From an optimization exercise on the open Yosys and OpenROAD flow, aimed at small area, a short achievable clock period and few clock cycles per item; shortcuts taken in it are not production practice.
RTL that was checked went through simulation tests only; none was proved equivalent to the original.

Setup of JK:
==> flow/design.v (excerpt) <==
module serac_cascade (
    input  wire        clk,
    input  wire        rst,         
    input  wire        cfg_we,
    input  wire [5:0]  cfg_addr,    
    input  wire [31:0] cfg_data,
    input  wire        clr_state,   
    input  wire        in_valid,
    output wire        in_ready,
    input  wire [31:0] in_x,
    output reg         out_valid,
    output reg  [31:0] out_y
);
    function [1:0] fa(input a, input b, input c);
        fa = {(a & b) | (c & (a ^ b)), a ^ b ^ c};
    endfunction
    function [47:0] booth(input [31:0] x);
        integer j;
        reg h, m, l;
        begin
            for (j = 0; j < 16; j = j + 1) begin
                h = x[2*j+1];
                m = x[2*j];
                l = (j == 0) ? 1'b0 : x[2*j-1];
                booth[3*j]   = m ^ l;
                booth[3*j+1] = (h & ~m & ~l) | (~h & m & l);
                booth[3*j+2] = h;
            end
        end
    endfunction
    function [32:0] pprow(input [2:0] d, input [31:0] m);
        pprow = (({33{d[0]}} & {m[31], m}) | ({33{d[1]}} & {m, 1'b0})) ^ {33{d[2]}};
    endfunction
    function [127:0] ks2(input [63:0] a, input [63:0] b);
        reg [63:0] g, p, g2, p2;
        integer l, k;
        begin
            g = a & b;
            p = a ^ b;
            for (l = 1; l < 64; l = l * 2) begin
                g2 = g;
                p2 = p;
                for (k = l; k < 64; k = k + 1) begin
                    g2[k] = g[k] | (p[k] & g[k-l]);
                    p2[k] = p[k] & p[k-l];
                end
                g = g2;
                p = p2;
            end
            ks2 = {(a ^ b) ^ {g[62:0] | p[62:0], 1'b1}, (a ^ b) ^ {g[62:0], 1'b0}};
        end
    endfunction
    function [46:0] rd47(input [7:0] oh, input [375:0] v);
        integer e;
        begin
            rd47 = 47'd0;
            for (e = 0; e < 8; e = e + 1)
                rd47 = rd47 | ({47{oh[e]}} & v[47*e +: 47]);
        end
    endfunction
  ...
Settings: LEC_CHECK=0, CAP_MARGIN=20, CORE_MARGIN=2, CORE_UTILIZATION=40, PLACE_DENSITY=0.6, SETUP_SLACK_MARGIN=0.5, SLEW_MARGIN=20; clock period 20.0 ns.
standard.sh (not shown) runs the stock make flow with config.mk's settings and CLKGATE_MAP_FILE= SYNTH_SCRIPT=/design/flow/synth_recipe.tcl, a recipe that flattens the netlist after the stock synthesis.
==> flow/flow/run.sh <==
#!/bin/bash
set -euo pipefail
R=$PWD/orfs/results/sky130hd/serac_cascade/base
bash standard.sh synth > synth.log 2>&1
python3 flow/fa_polarity.py $R/1_2_yosys.v $R/1_2_yosys.pol.v > fa_polarity.log 2>&1
cp $R/1_2_yosys.v $R/1_2_yosys.std.v
mv $R/1_2_yosys.pol.v $R/1_2_yosys.v
rm -f $R/1_synth.odb $R/1_synth.sdc
bash standard.sh SETUP_SLACK_MARGIN=14.7 \
    "BUFFER_PORTS_ARGS=-buffer_cell sky130_fd_sc_hd__buf_4" \
    CTS_CLUSTER_SIZE=26 CTS_CLUSTER_DIAMETER=70 GPL_TIMING_DRIVEN=1 \
    CORE_UTILIZATION=62 PLACE_DENSITY=0.76 \
    finish > standard_flow.log 2>&1
Other scripts of this flow, unchanged in this note and not shown: flow/flow/fa_polarity.py
Testbench counts of JK, summed over its fixed seeds: cycles 18,690, items 3,840.
Edits applied to the flow inputs when going from JK to MS:
--- a/flow/flow/run.sh
+++ b/flow/flow/run.sh
@@ -12 +12 @@
-    CORE_UTILIZATION=62 PLACE_DENSITY=0.76 \
+    CORE_UTILIZATION=55 PLACE_DENSITY=0.7 \
[summary]
NOTE last weighted congestion value of the routability-driven placer JK->MS decreased by a few percent
Time the worst path needs with I/O delays and setup: MS vs JK up 0.067 ns
[compare] base=JK new=MS: largest stage delay on the critical path went up by 0.04 ns; post-layout instance area went up by 0.48%; first-pass GRT wire length went up by about 1%; combined area of the multi-input logic cells was more or less identical.
MS leaves less setup margin than JK.
Input-level comparison between AL and MS:
--- a/flow/flow/run.sh
+++ b/flow/flow/run.sh
@@ -9 +9 @@
-bash standard.sh SETUP_SLACK_MARGIN=14.7 \
+bash standard.sh SETUP_SLACK_MARGIN=14.4 \
@@ -12 +12 @@
-    CORE_UTILIZATION=55 PLACE_DENSITY=0.7 \
+    CORE_UTILIZATION=62 PLACE_DENSITY=0.76 \
==> comparison <==
Global-route usage in AL is 5.2 points higher than in MS
AL vs. MS: number of cell rows fell by 5.6%, final worst setup slack fell by 0.24 ns, global-route track usage on met2 rose by 5.9 points, horizontal die dimension fell by about 6%.
The run with more routed wire is MS, not AL.


== run 1 ==
serac_cascade again, from the RTL that the note above started with.
## serac_cascade
module serac_cascade (
    input  wire        clk,
    input  wire        rst,         
    input  wire        cfg_we,
    input  wire [5:0]  cfg_addr,    
    input  wire [31:0] cfg_data,
    input  wire        clr_state,   
    input  wire        in_valid,
    output wire        in_ready,
    input  wire [31:0] in_x,
    output reg         out_valid,
    output reg  [31:0] out_y
);
    function [1:0] fa(input a, input b, input c);
        fa = {(a & b) | (c & (a ^ b)), a ^ b ^ c};
    endfunction
    function [47:0] booth(input [31:0] x);
        integer j;
        reg h, m, l;
        begin
            for (j = 0; j < 16; j = j + 1) begin
                h = x[2*j+1];
                m = x[2*j];
                l = (j == 0) ? 1'b0 : x[2*j-1];
                booth[3*j]   = m ^ l;
                booth[3*j+1] = (h & ~m & ~l) | (~h & m & l);
                booth[3*j+2] = h;
            end
        end
    endfunction
    function [32:0] pprow(input [2:0] d, input [31:0] m);
        pprow = (({33{d[0]}} & {m[31], m}) | ({33{d[1]}} & {m, 1'b0})) ^ {33{d[2]}};
    endfunction
    function [127:0] ks2(input [63:0] a, input [63:0] b);
        reg [63:0] g, p, g2, p2;
        integer l, k;
        begin
            g = a & b;
            p = a ^ b;
            for (l = 1; l < 64; l = l * 2) begin
                g2 = g;
                p2 = p;
                for (k = l; k < 64; k = k + 1) begin
                    g2[k] = g[k] | (p[k] & g[k-l]);
                    p2[k] = p[k] & p[k-l];
                end
                g = g2;
                p = p2;
            end
            ks2 = {(a ^ b) ^ {g[62:0] | p[62:0], 1'b1}, (a ^ b) ^ {g[62:0], 1'b0}};
        end
    endfunction
    function [46:0] rd47(input [7:0] oh, input [375:0] v);
        integer e;
        begin
            rd47 = 47'd0;
            for (e = 0; e < 8; e = e + 1)
                rd47 = rd47 | ({47{oh[e]}} & v[47*e +: 47]);
        end
    endfunction
    function [45:0] rd46(input [7:0] oh, input [367:0] v);
        integer e;
        begin
            rd46 = 46'd0;
            for (e = 0; e < 8; e = e + 1)
                rd46 = rd46 | ({46{oh[e]}} & v[46*e +: 46]);
        end
    endfunction
    function [31:0] rd32(input [7:0] oh, input [255:0] v);
  ...
Settings: LEC_CHECK=0, CAP_MARGIN=20, CORE_MARGIN=2, CORE_UTILIZATION=40, PLACE_DENSITY=0.6, SETUP_SLACK_MARGIN=0.5, SLEW_MARGIN=20; clock period 20.0 ns.
==> flow/flow/run.sh <==
#!/bin/bash
set -euo pipefail
R=$PWD/orfs/results/sky130hd/serac_cascade/base
bash standard.sh synth > synth.log 2>&1
python3 flow/fa_polarity.py $R/1_2_yosys.v $R/1_2_yosys.pol.v > fa_polarity.log 2>&1
cp $R/1_2_yosys.v $R/1_2_yosys.std.v
mv $R/1_2_yosys.pol.v $R/1_2_yosys.v
rm -f $R/1_synth.odb $R/1_synth.sdc
bash standard.sh SETUP_SLACK_MARGIN=14.7 \
    "BUFFER_PORTS_ARGS=-buffer_cell sky130_fd_sc_hd__buf_4" \
    CTS_CLUSTER_SIZE=30 CTS_CLUSTER_DIAMETER=60 GPL_TIMING_DRIVEN=1 \
    CORE_UTILIZATION=62 PLACE_DENSITY=0.76 \
    finish > standard_flow.log 2>&1
Other scripts of this flow, unchanged in this note and not shown: flow/flow/fa_polarity.py
Testbench counts of run 1, summed over its fixed seeds: cycles 18,690, items 3,840.
Changes in run 2 relative to run 1:
-- flow/flow/run.sh --
<<< run 1, line 9
bash standard.sh SETUP_SLACK_MARGIN=14.7 \
>>> run 2, line 9
bash standard.sh SETUP_SLACK_MARGIN=15 \
<<< run 1, line 11
    CTS_CLUSTER_SIZE=30 CTS_CLUSTER_DIAMETER=60 GPL_TIMING_DRIVEN=1 \
    CORE_UTILIZATION=62 PLACE_DENSITY=0.76 \
>>> run 2, line 11
    CTS_CLUSTER_SIZE=26 CTS_CLUSTER_DIAMETER=70 GPL_TIMING_DRIVEN=1 \
    CORE_UTILIZATION=55 PLACE_DENSITY=0.7 \
Findings:
- Run 2 vs run 1 — number of antenna violations at the first check in global routing dropped 14.
- On count of buffers not belonging to the clock network in the layout: between run 2 and run 1, it ends up lower for run 1.
- Between run 2 and run 1, met3 wirelength from detailed routing is higher for run 1, run 2 comes in under that.
- Final setup violation count came out exactly the same in run 2 and run 1.
- On ratio of final minimum period to clock period, run 2 and run 1 are basically level.
diff inputs: run 2 => run 3
-- flow/flow/run.sh --
<<< run 2, line 12
    CORE_UTILIZATION=55 PLACE_DENSITY=0.7 \
>>> run 3, line 12
    CORE_UTILIZATION=62 PLACE_DENSITY=0.76 \
Results
Of run 3 and run 2, the run reporting the higher final area was run 2.
Fmax in run 3 is about 1.3% higher than in run 2
The lower worst setup slack of run 3 and run 2 is in run 2.
Run 2 has lower via count than run 3.
Total wire length, run 3 vs run 2: down slightly


run P:
serac_cascade, a different RTL version from the one above (not shown whole).
Size in the first run: roughly 3200 flip-flops, roughly 230000 um^2 of cells after synthesis.
make LEC_CHECK=0 CAP_MARGIN=20 CORE_MARGIN=2 CORE_UTILIZATION=40 PLACE_DENSITY=0.6 SETUP_SLACK_MARGIN=0.5 SLEW_MARGIN=20 finish   # period 20.0 ns
run.sh (not shown) runs the stock make flow with config.mk's settings and CLKGATE_MAP_FILE= SYNTH_SCRIPT=/design/flow/synth_recipe.tcl, a recipe that flattens the netlist after the stock synthesis.
Stock flow here: none of the scripts above is used.
Run P ended with every stage complete and zero timing, DRC or antenna violations.
Testbench counts of run P, summed over its fixed seeds: cycles 18,690, items 3,840.
Edits applied to the flow inputs when going from run P to run E:
==> flow/flow/run.sh (new file) <==
#!/bin/bash
set -euo pipefail
bash standard.sh SETUP_SLACK_MARGIN=14 finish > standard_flow.log 2>&1
==> flow/standard.sh (new file) <==
#!/bin/bash
# synth_recipe.tcl (not shown) runs the flow's synth.tcl, then flattens the netlist and writes it again
# the make line also repeats each setting of config.mk as NAME=value (left out here)
make -C /OpenROAD-flow-scripts/flow DESIGN_CONFIG=/design/flow/config.mk WORK_HOME=/design/flow/orfs CLKGATE_MAP_FILE= SYNTH_SCRIPT=/design/flow/synth_recipe.tcl "${@:-finish}"
removed: flow/run.sh
==> comparison <==
Cell area for run E: about 0.8% up relative to run P
Average size of a mapped cell: run E vs run P — no meaningful difference
There was hardly any difference in final antenna-violating net count between run P and run E.
Fmax | run E vs run P | run E faster
Run P -> run E: largest net degree at the start of global routing delta 0, exact match
Run P and run E ended up with nearly the same met3 usage in global routing.


serac_cascade, a different RTL version from the one above (not shown whole).
Size: roughly 19000 cells after synthesis, roughly 110 I/O pins.
==> flow/config.mk <==
export PLATFORM = sky130hd
export DESIGN_NAME = serac_cascade
export DESIGN_NICKNAME = serac_cascade
export VERILOG_FILES = /design/flow/design.v
export SDC_FILE = /design/flow/constraint.sdc
export NUM_CORES = 8
export LEC_CHECK = 0
export CAP_MARGIN = 20
export CORE_MARGIN = 2
export CORE_UTILIZATION = 40
export PLACE_DENSITY = 0.6
export SETUP_SLACK_MARGIN = 0.5
export SLEW_MARGIN = 20
==> flow/constraint.sdc <==
create_clock -name core_clock -period 20.0 [get_ports {clk}]
set_input_delay 4.0000 -clock core_clock [delete_from_list [all_inputs] [get_ports {clk}]]
set_output_delay 4.0000 -clock core_clock [all_outputs]
set_load 0.01 [all_outputs]
standard.sh (not shown) runs the stock make flow with config.mk's settings and CLKGATE_MAP_FILE= SYNTH_SCRIPT=/design/flow/synth_recipe.tcl, a recipe that flattens the netlist after the stock synthesis.
==> flow/flow/run.sh <==
#!/bin/bash
set -euo pipefail
R=$PWD/orfs/results/sky130hd/serac_cascade/base
bash standard.sh synth > synth.log 2>&1
python3 flow/fa_polarity.py $R/1_2_yosys.v $R/1_2_yosys.pol.v > fa_polarity.log 2>&1
cp $R/1_2_yosys.v $R/1_2_yosys.std.v
mv $R/1_2_yosys.pol.v $R/1_2_yosys.v
rm -f $R/1_synth.odb $R/1_synth.sdc
bash standard.sh SETUP_SLACK_MARGIN=15 \
    "BUFFER_PORTS_ARGS=-buffer_cell sky130_fd_sc_hd__buf_4" \
    CTS_CLUSTER_SIZE=30 CTS_CLUSTER_DIAMETER=80 \
    finish > standard_flow.log 2>&1
Other scripts of this flow, unchanged in this note and not shown: flow/flow/fa_polarity.py
The baseline finished with timing, DRC and antenna clean.
Testbench counts at the start, summed over its fixed seeds: cycles 18,610, items 3,840.
Next try:
--- a/flow/flow/run.sh
+++ b/flow/flow/run.sh
@@ -9,4 +9,4 @@
 bash standard.sh SETUP_SLACK_MARGIN=15 \
     "BUFFER_PORTS_ARGS=-buffer_cell sky130_fd_sc_hd__buf_4" \
-    CTS_CLUSTER_SIZE=30 CTS_CLUSTER_DIAMETER=80 \
+    CTS_CLUSTER_SIZE=22 CTS_CLUSTER_DIAMETER=60 \
     finish > standard_flow.log 2>&1
The new run passed the timing, design-rule and antenna checks.
Synthesized cell count does not change.


serac_cascade, a different RTL version from the one above (not shown whole).
For scale: ~20000 cells after synthesis, roughly 110 I/O pins.
## serac_cascade
module serac_cascade (
    input  wire        clk,
    input  wire        rst,         
    input  wire        cfg_we,
    input  wire [5:0]  cfg_addr,    
    input  wire [31:0] cfg_data,
    input  wire        clr_state,   
    input  wire        in_valid,
    output wire        in_ready,
    input  wire [31:0] in_x,
    output reg         out_valid,
    output reg  [31:0] out_y
);
    function [1:0] fa(input a, input b, input c);
        fa = {(a & b) | (c & (a ^ b)), a ^ b ^ c};
    endfunction
    function [47:0] booth(input [31:0] x);
        integer j;
        reg h, m, l;
        begin
            for (j = 0; j < 16; j = j + 1) begin
                h = x[2*j+1];
                m = x[2*j];
                l = (j == 0) ? 1'b0 : x[2*j-1];
                booth[3*j]   = m ^ l;
                booth[3*j+1] = (h & ~m & ~l) | (~h & m & l);
                booth[3*j+2] = h;
            end
  ...
==> flow/config.mk <==
export PLATFORM = sky130hd
export DESIGN_NAME = serac_cascade
export DESIGN_NICKNAME = serac_cascade
export VERILOG_FILES = /design/flow/design.v
export SDC_FILE = /design/flow/constraint.sdc
export NUM_CORES = 8
export LEC_CHECK = 0
export CAP_MARGIN = 20
export CORE_MARGIN = 2
export CORE_UTILIZATION = 40
export PLACE_DENSITY = 0.6
export SETUP_SLACK_MARGIN = 0.5
export SLEW_MARGIN = 20
==> flow/constraint.sdc <==
create_clock -name core_clock -period 20.0 [get_ports {clk}]
set_input_delay 4.0000 -clock core_clock [delete_from_list [all_inputs] [get_ports {clk}]]
set_output_delay 4.0000 -clock core_clock [all_outputs]
set_load 0.01 [all_outputs]
==> flow/flow/run.sh <==
#!/bin/bash
set -euo pipefail
bash standard.sh SETUP_SLACK_MARGIN=14.5 \
    "BUFFER_PORTS_ARGS=-buffer_cell sky130_fd_sc_hd__buf_4" \
    finish > standard_flow.log 2>&1
Next try:
--- a/flow/flow/run.sh
+++ b/flow/flow/run.sh
@@ -3 +3 @@
-bash standard.sh SETUP_SLACK_MARGIN=14.5 \
+bash standard.sh SETUP_SLACK_MARGIN=15 \
Result: Final cell count came out higher by 0.62%. Clock-buffer cell count went down by 11. Routed wire length went up by about 0.36%. Worst hold slack is worse by 8.5 ps. Register-to-register slack gains 460 ps. Cell area climbs by about 1.7%.
No run of this note included a check of the RTL's function; only the layout flow was run.

[re-timing with driven ports]
Ports are ideal in the flow. The routed layouts listed here were re-timed in OpenROAD. Step 1, drivers: a clkbuf_16 drives clk and a buf_2 each remaining input, both assumed. Step 2 also shifts input and output timing later by t, the mid clock arrival at the registers, as if the neighbouring blocks saw the same clock. Three values: no drivers, after step 1, after step 2; two values: the first two.
run	t, ns	setup WS [ns]	worst hold slack (ns)	clock arrival spread, ns	slew at the worst register clock pin (ns)
JK	1.087	14.539 / 14.417 / 13.841	0.336 / 0.336 / 0.336	0.120 / 0.120	0.11 / 0.11
MS	1.107	14.472 / 14.377 / 13.826	0.319 / 0.319 / 0.319	0.125 / 0.125	0.11 / 0.11
AL	1.092	14.237 / 14.237 / 13.806	0.327 / 0.327 / 0.327	0.127 / 0.126	0.11 / 0.11
run 1	1.132	14.486 / 14.368 / 13.765	0.336 / 0.336 / 0.336	0.135 / 0.134	0.11 / 0.11
run 2	1.107	14.464 / 14.349 / 13.911	0.330 / 0.330 / 0.330	0.129 / 0.129	0.11 / 0.11
run 3	1.103	14.536 / 14.408 / 13.897	0.310 / 0.310 / 0.310	0.152 / 0.153	0.11 / 0.11
run P	1.158	12.317 / 12.317 / 12.317	0.326 / 0.326 / 0.326	0.099 / 0.099	0.08 / 0.08
run E	1.156	13.993 / 13.909 / 13.993	0.324 / 0.324 / 0.324	0.100 / 0.099	0.08 / 0.08
the first run of note 4	1.085	14.307 / 14.191 / 13.763	0.334 / 0.334 / 0.334	0.144 / 0.145	0.12 / 0.12
the second run of note 4	1.098	14.335 / 14.217 / 13.752	0.332 / 0.332 / 0.332	0.083 / 0.082	0.09 / 0.09
the first run of note 5	1.115	14.371 / 14.244 / 13.603	0.331 / 0.331 / 0.331	0.139 / 0.139	0.08 / 0.08
the second run of note 5	1.131	14.373 / 14.238 / 13.681	0.322 / 0.322 / 0.322	0.150 / 0.149	0.08 / 0.08
After both steps setup and hold are still met in every run listed. For the first run of note 5, which loses most, drivers alone change the setup slack by -0.127 ns; drivers and shift together by -0.768 ns.
